Context: an optimization exercise on an open-source flow, tuned for small area, a short achievable clock period and few clock cycles. The choices shown serve that exercise and are no tape-out recipe.
At most, simulation tests tie the RTL to the original design; equivalence was not proved.

Setup of the previous run:
==> module vbc_block_decoder, before the edit <==
module vbc_block_decoder (
    input  wire        clk,
    input  wire        rst,           
    input  wire        in_valid,
    output wire        in_ready,
    input  wire [31:0] in_data,       
    input  wire [4:0]  in_w,          
    output reg         out_valid,
    output wire [15:0] out_sample,    
    output reg         out_last       
);
    reg [31:0] slot0, slot1;
    reg        wp;            
    reg [1:0]  cnt;           
    reg [5:0]  ptr;
    reg [4:0]  w_in;          
    assign in_ready = !cnt[1];
    wire accept = in_valid && !cnt[1];
    reg        hdr;           
    reg        raw;
    reg [1:0]  pred;
    reg [4:0]  w;
    reg [17:0] ab;            
    reg        ua;
    reg [7:0]  idx;           
    reg [3:0]  idle;          
    reg [16:0] u2;            
    reg        v2;
    reg [15:0] hist [0:15];
    assign out_sample = hist[0];
    wire [15:0] wmask = 16'hFFFF >> (5'd16 - w);
    wire [17:0] ub = ua ? {2'b0, u2[15:0]} : 18'd0;
    wire [17:0] cg [0:5];     
    wire [17:0] cp [0:5];
    assign cg[0] = ab & ub;
    assign cp[0] = ab ^ ub;
    genvar gl, gi;
    generate
        for (gl = 0; gl < 5; gl = gl + 1) begin : pfx
            for (gi = 0; gi < 18; gi = gi + 1) begin : bit_
                if (gi >= (1 << gl)) begin : comb
                    assign cg[gl+1][gi] = cg[gl][gi] | (cp[gl][gi] & cg[gl][gi - (1 << gl)]);
                    assign cp[gl+1][gi] = cp[gl][gi] & cp[gl][gi - (1 << gl)];
                end else begin : pass
                    assign cg[gl+1][gi] = cg[gl][gi];
                    assign cp[gl+1][gi] = cp[gl][gi];
                end
            end
        end
    endgenerate
    wire [17:0] carry = {cg[5][16:0], 1'b0};      
    wire [17:0] a     = cp[0] ^ carry;
    wire [17:0] hi    = ab | ub;
    reg  [15:0] kt;
    integer j;
    always @(*) begin
        kt[0] = 1'b1;
        for (j = 1; j < 16; j = j + 1)
            kt[j] = (j < w) && (((hi >> (j + 2)) != 18'd0) || carry[j + 2]);
    end
    reg  [3:0] k;
    always @(*) begin
        k = 4'd0;
        for (j = 1; j < 16; j = j + 1)
            if (kt[j]) k = j;
    end
    wire [15:0] kmask = {1'b0, kt[15:1]};
    wire [31:0] wd0 = ptr[5] ? slot1 : slot0;
    wire [31:0] wd1 = ptr[5] ? slot0 : slot1;
    wire [63:0] win = {wd1, wd0};
    wire [31:0] S   = win >> ptr[4:0];
    reg  [4:0]  q;
    integer m;
    always @(*) begin
        q = 5'd16;
        for (m = 15; m >= 0; m = m - 1)
            if (!S[m]) q = m;
    end
    wire esc = q[4];
    wire [31:0] Sr = S >> (q[3:0] + 5'd1);
    reg  [16:0] u;
    always @(*) begin
        if (raw)      u = {S[15:0] & wmask, 1'b0};
        else if (esc) u = {1'b0, S[31:16] & wmask};
        else          u = ({13'd0, q[3:0]} << k) | {1'b0, Sr[15:0] & kmask};
    end
    wire [5:0]  pos_raw = {1'b0, ptr[4:0]} + {1'b0, w};
    wire [5:0]  pos_esc = pos_raw + 6'd16;
    wire [5:0]  pos_k   = {1'b0, ptr[4:0]} + {2'b0, k} + 6'd1;
    wire [5:0]  pos_cod = pos_k + {2'b0, q[3:0]};
    wire [5:0]  end_pos = raw ? pos_raw : esc ? pos_esc : pos_cod;
    wire        strad   = end_pos > 6'd32;
    wire        go      = !hdr && cnt != 2'd0 && (cnt[1] || !strad) && (idx == 8'd0 || idle == 4'd0);
    wire        last    = (idx == 8'd255);
    wire        hgo     = hdr && cnt != 2'd0;
    wire [1:0]  npop    = hgo ? 2'd1 : !go ? 2'd0 : last ? {strad, !strad} : {1'b0, end_pos[5]};
    wire [1:0]  cnt_a   = cnt + {1'b0, accept};
    wire [1:0]  cnt_a1  = cnt_a - 2'd1;
    wire [1:0]  cnt_n   = npop[1] ? 2'd0 : npop[0] ? cnt_a1 : cnt_a;
    wire        upd     = go && !raw;
    wire [17:0] a_dec   = a - {2'b0, a[17:2]};
    wire [17:0] ab_n    = upd ? a_dec : a;
    always @(posedge clk) begin
        if (rst) begin
            cnt <= 2'd0;
            wp  <= 1'b0;
            ptr <= 6'd0;
            hdr <= 1'b1;
            idx <= 8'd0;
            v2  <= 1'b0;
            out_valid <= 1'b0;
        end else begin
            cnt <= cnt_n;
            wp  <= wp ^ accept;
            if (hgo || (go && last))
                ptr <= {ptr[5] ^ npop[0], 5'd0};
            else if (go)
                ptr <= {ptr[5] ^ end_pos[5], end_pos[4:0]};
            if (hdr) begin
                if (cnt != 2'd0) begin
                    hdr  <= 1'b0;
                    w    <= w_in;
                    pred <= wd0[1:0];
                    raw  <= wd0[6];
                end
            end else if (go) begin
                idx <= idx + 8'd1;
                if (last) hdr <= 1'b1;
            end
            v2 <= go;
            out_valid <= v2;
        end
        if (accept) w_in <= in_w;
        if (accept && !wp) slot0 <= in_data;
        if (accept &&  wp) slot1 <= in_data;
        if (hdr) begin
            ab <= 18'd4 << wd0[5:2];
            ua <= 1'b0;
        end else begin
            ab <= ab_n;
            ua <= upd;
        end
        idle     <= go ? 4'd0 : idle + 4'd1;
        u2       <= u;
        out_last <= (idx == 8'd0);
    end
    wire        first = (idx == 8'd1);
    wire        x0    = (idx[3:0] == 4'd1);
    wire        y0    = (idx[7:4] == 4'd0 && idx[3:0] != 4'd0) || (idx == 8'd16);
    reg  [15:0] p;
    always @(*) begin
        if (first || pred == 2'd0 || raw) p = 16'd0;
        else if (pred == 2'd1)            p = x0 ? hist[15] : hist[0];
        else                              p = y0 ? hist[0] : hist[15];
    end
    wire [15:0] r = u2[16:1] ^ {16{u2[0]}};
    wire [15:0] s = (p + r) & wmask;
    integer h;
    always @(posedge clk) begin
        hist[0] <= v2 ? s : hist[15];
        for (h = 1; h < 16; h = h + 1) hist[h] <= hist[h-1];
    end
endmodule
make LEC_CHECK=0 ABC_AREA=1 CAP_MARGIN=20 CORE_MARGIN=2 CORE_UTILIZATION=40 SETUP_SLACK_MARGIN=4.0 SLEW_MARGIN=20 finish   # period 10.0 ns
run.sh (not shown) runs the stock make flow with config.mk's settings and CLKGATE_MAP_FILE= SYNTH_SCRIPT=/design/flow/synth_recipe.tcl, a recipe that flattens the netlist after the stock synthesis.
> inputs changed (the previous run -> the current run)
diff --git a/flow/design.v b/flow/design.v
--- a/flow/design.v
+++ b/flow/design.v
@@ -28,7 +28,11 @@
     reg        v2;
     reg [15:0] hist [0:15];
     assign out_sample = hist[0];
-    wire [15:0] wmask = 16'hFFFF >> (5'd16 - w);
+    reg  [15:0] wmask;        
+    integer wi;
+    always @(*)
+        for (wi = 0; wi < 16; wi = wi + 1)
+            wmask[wi] = w > wi;
     wire [17:0] ub = ua ? {2'b0, u2[15:0]} : 18'd0;
     wire [17:0] cg [0:5];     
     wire [17:0] cp [0:5];
@@ -56,7 +60,7 @@
     always @(*) begin
         kt[0] = 1'b1;
         for (j = 1; j < 16; j = j + 1)
-            kt[j] = (j < w) && (((hi >> (j + 2)) != 18'd0) || carry[j + 2]);
+            kt[j] = wmask[j] && (((hi >> (j + 2)) != 18'd0) || carry[j + 2]);
     end
     reg  [3:0] k;
     always @(*) begin
@@ -66,9 +70,12 @@
     end
     wire [15:0] kmask = {1'b0, kt[15:1]};
     wire [31:0] wd0 = ptr[5] ? slot1 : slot0;
-    wire [31:0] wd1 = ptr[5] ? slot0 : slot1;
-    wire [63:0] win = {wd1, wd0};
-    wire [31:0] S   = win >> ptr[4:0];
+    wire [62:0] sh0 = ptr[5] ? {slot0[30:0], slot1} : {slot1[30:0], slot0};
+    wire [46:0] sh1 = ptr[4] ? sh0[62:16] : sh0[46:0];
+    wire [38:0] sh2 = ptr[3] ? sh1[46:8]  : sh1[38:0];
+    wire [34:0] sh3 = ptr[2] ? sh2[38:4]  : sh2[34:0];
+    wire [32:0] sh4 = ptr[1] ? sh3[34:2]  : sh3[32:0];
+    wire [31:0] S   = ptr[0] ? sh4[32:1]  : sh4[31:0];
     reg  [4:0]  q;
     integer m;
     always @(*) begin
@@ -77,23 +84,44 @@
             if (!S[m]) q = m;
     end
     wire esc = q[4];
-    wire [31:0] Sr = S >> (q[3:0] + 5'd1);
+    wire [23:0] r1  = q[3] ? {1'b0, S[31:9]} : S[24:1];
+    wire [19:0] r2  = q[2] ? r1[23:4]  : r1[19:0];
+    wire [17:0] r3  = q[1] ? r2[19:2]  : r2[17:0];
+    wire [15:0] rem = q[0] ? r3[16:1]  : r3[15:0];
+    wire [4:0]  qk1 = k[0] ? {q[3:0], 1'b0} : {1'b0, q[3:0]};
+    wire [6:0]  qk2 = k[1] ? {qk1, 2'b0}    : {2'b0, qk1};
+    wire [10:0] qk3 = k[2] ? {qk2, 4'b0}    : {4'b0, qk2};
+    wire [15:0] qk  = k[3] ? {qk3[7:0], 8'b0} : {5'b0, qk3};
     reg  [16:0] u;
     always @(*) begin
         if (raw)      u = {S[15:0] & wmask, 1'b0};
         else if (esc) u = {1'b0, S[31:16] & wmask};
-        else          u = ({13'd0, q[3:0]} << k) | {1'b0, Sr[15:0] & kmask};
+        else          u = {1'b0, qk | (rem & kmask)};
     end
     wire [5:0]  pos_raw = {1'b0, ptr[4:0]} + {1'b0, w};
     wire [5:0]  pos_esc = pos_raw + 6'd16;
     wire [5:0]  pos_k   = {1'b0, ptr[4:0]} + {2'b0, k} + 6'd1;
     wire [5:0]  pos_cod = pos_k + {2'b0, q[3:0]};
     wire [5:0]  end_pos = raw ? pos_raw : esc ? pos_esc : pos_cod;
-    wire        strad   = end_pos > 6'd32;
+    wire [5:0]  x_cod   = {1'b0, ptr[4:0]} + {2'b0, q[3:0]} + 6'd1;
+    reg         strad_c, end5_c;
+    integer n;
+    always @(*) begin
+        strad_c = x_cod >= 6'd33;
+        end5_c  = x_cod >= 6'd32;
+        for (n = 17; n < 32; n = n + 1)
+            if (x_cod == n) begin
+                end5_c = kt[32 - n];
+                if (n >= 18) strad_c = kt[33 - n];
+            end
+        if (x_cod == 6'd32) strad_c = kt[1];
+    end
+    wire        strad   = raw ? pos_raw > 6'd32 : esc ? pos_esc > 6'd32 : strad_c;
+    wire        end5    = raw ? pos_raw[5]      : esc ? pos_esc[5]      : end5_c;
     wire        go      = !hdr && cnt != 2'd0 && (cnt[1] || !strad) && (idx == 8'd0 || idle == 4'd0);
     wire        last    = (idx == 8'd255);
     wire        hgo     = hdr && cnt != 2'd0;
-    wire [1:0]  npop    = hgo ? 2'd1 : !go ? 2'd0 : last ? {strad, !strad} : {1'b0, end_pos[5]};
+    wire [1:0]  npop    = hgo ? 2'd1 : !go ? 2'd0 : last ? {strad, !strad} : {1'b0, end5};
     wire [1:0]  cnt_a   = cnt + {1'b0, accept};
     wire [1:0]  cnt_a1  = cnt_a - 2'd1;
     wire [1:0]  cnt_n   = npop[1] ? 2'd0 : npop[0] ? cnt_a1 : cnt_a;
[summary]
The current run: PASS, flow complete, no timing, DRC or antenna violations
The current run ends up with a worst-case setup margin in the final layout that is 130 ps higher than in the previous run.
The share of synthesized cell area in and, or, nand and nor gates in the current run was lower than what the previous run gave.
Between the current run and the previous run, it is the current run whose placed standard-cell area is lower, by about 4%.
Per the comparison of the current run with the previous run, aggregate routed wire length decreased 8.4%, all-layer global routing usage decreased 1.1 points, post-route minimum period decreased 130 ps, gate count after technology mapping decreased about 6%.
| total number of cells along the worst setup path | the current run vs the previous run | 7 lower |
Testbench counts of the current run, summed over its fixed seeds: cycles 98,969.
Only the layout flow was run in the previous run; the RTL was not checked for function there.

[afterwards: timing with drivers on the ports]
No port has a modelled driver above. Below, the same layouts with a new extraction and two added sets of constraints.
Step 1, drivers: a clkbuf_16 drives clk and a buf_2 each remaining input, both assumed.
Step 2 moves the port delays by t, midway between the first and last clock arrival at a register: inputs arrive t later, outputs are due t later. That takes back most of the time a late clock gives input paths.
Slacks: ideal / step 1 / step 2; pairs: ideal / step 1.
run	t, ns	slack for setup (ns)	clock arrival spread, ns
the previous run	0.625	4.271 / 4.271 / 4.271	0.037 / 0.037
the current run	0.607	4.401 / 4.401 / 4.401	0.036 / 0.037
After both steps every run listed still meets setup and hold.
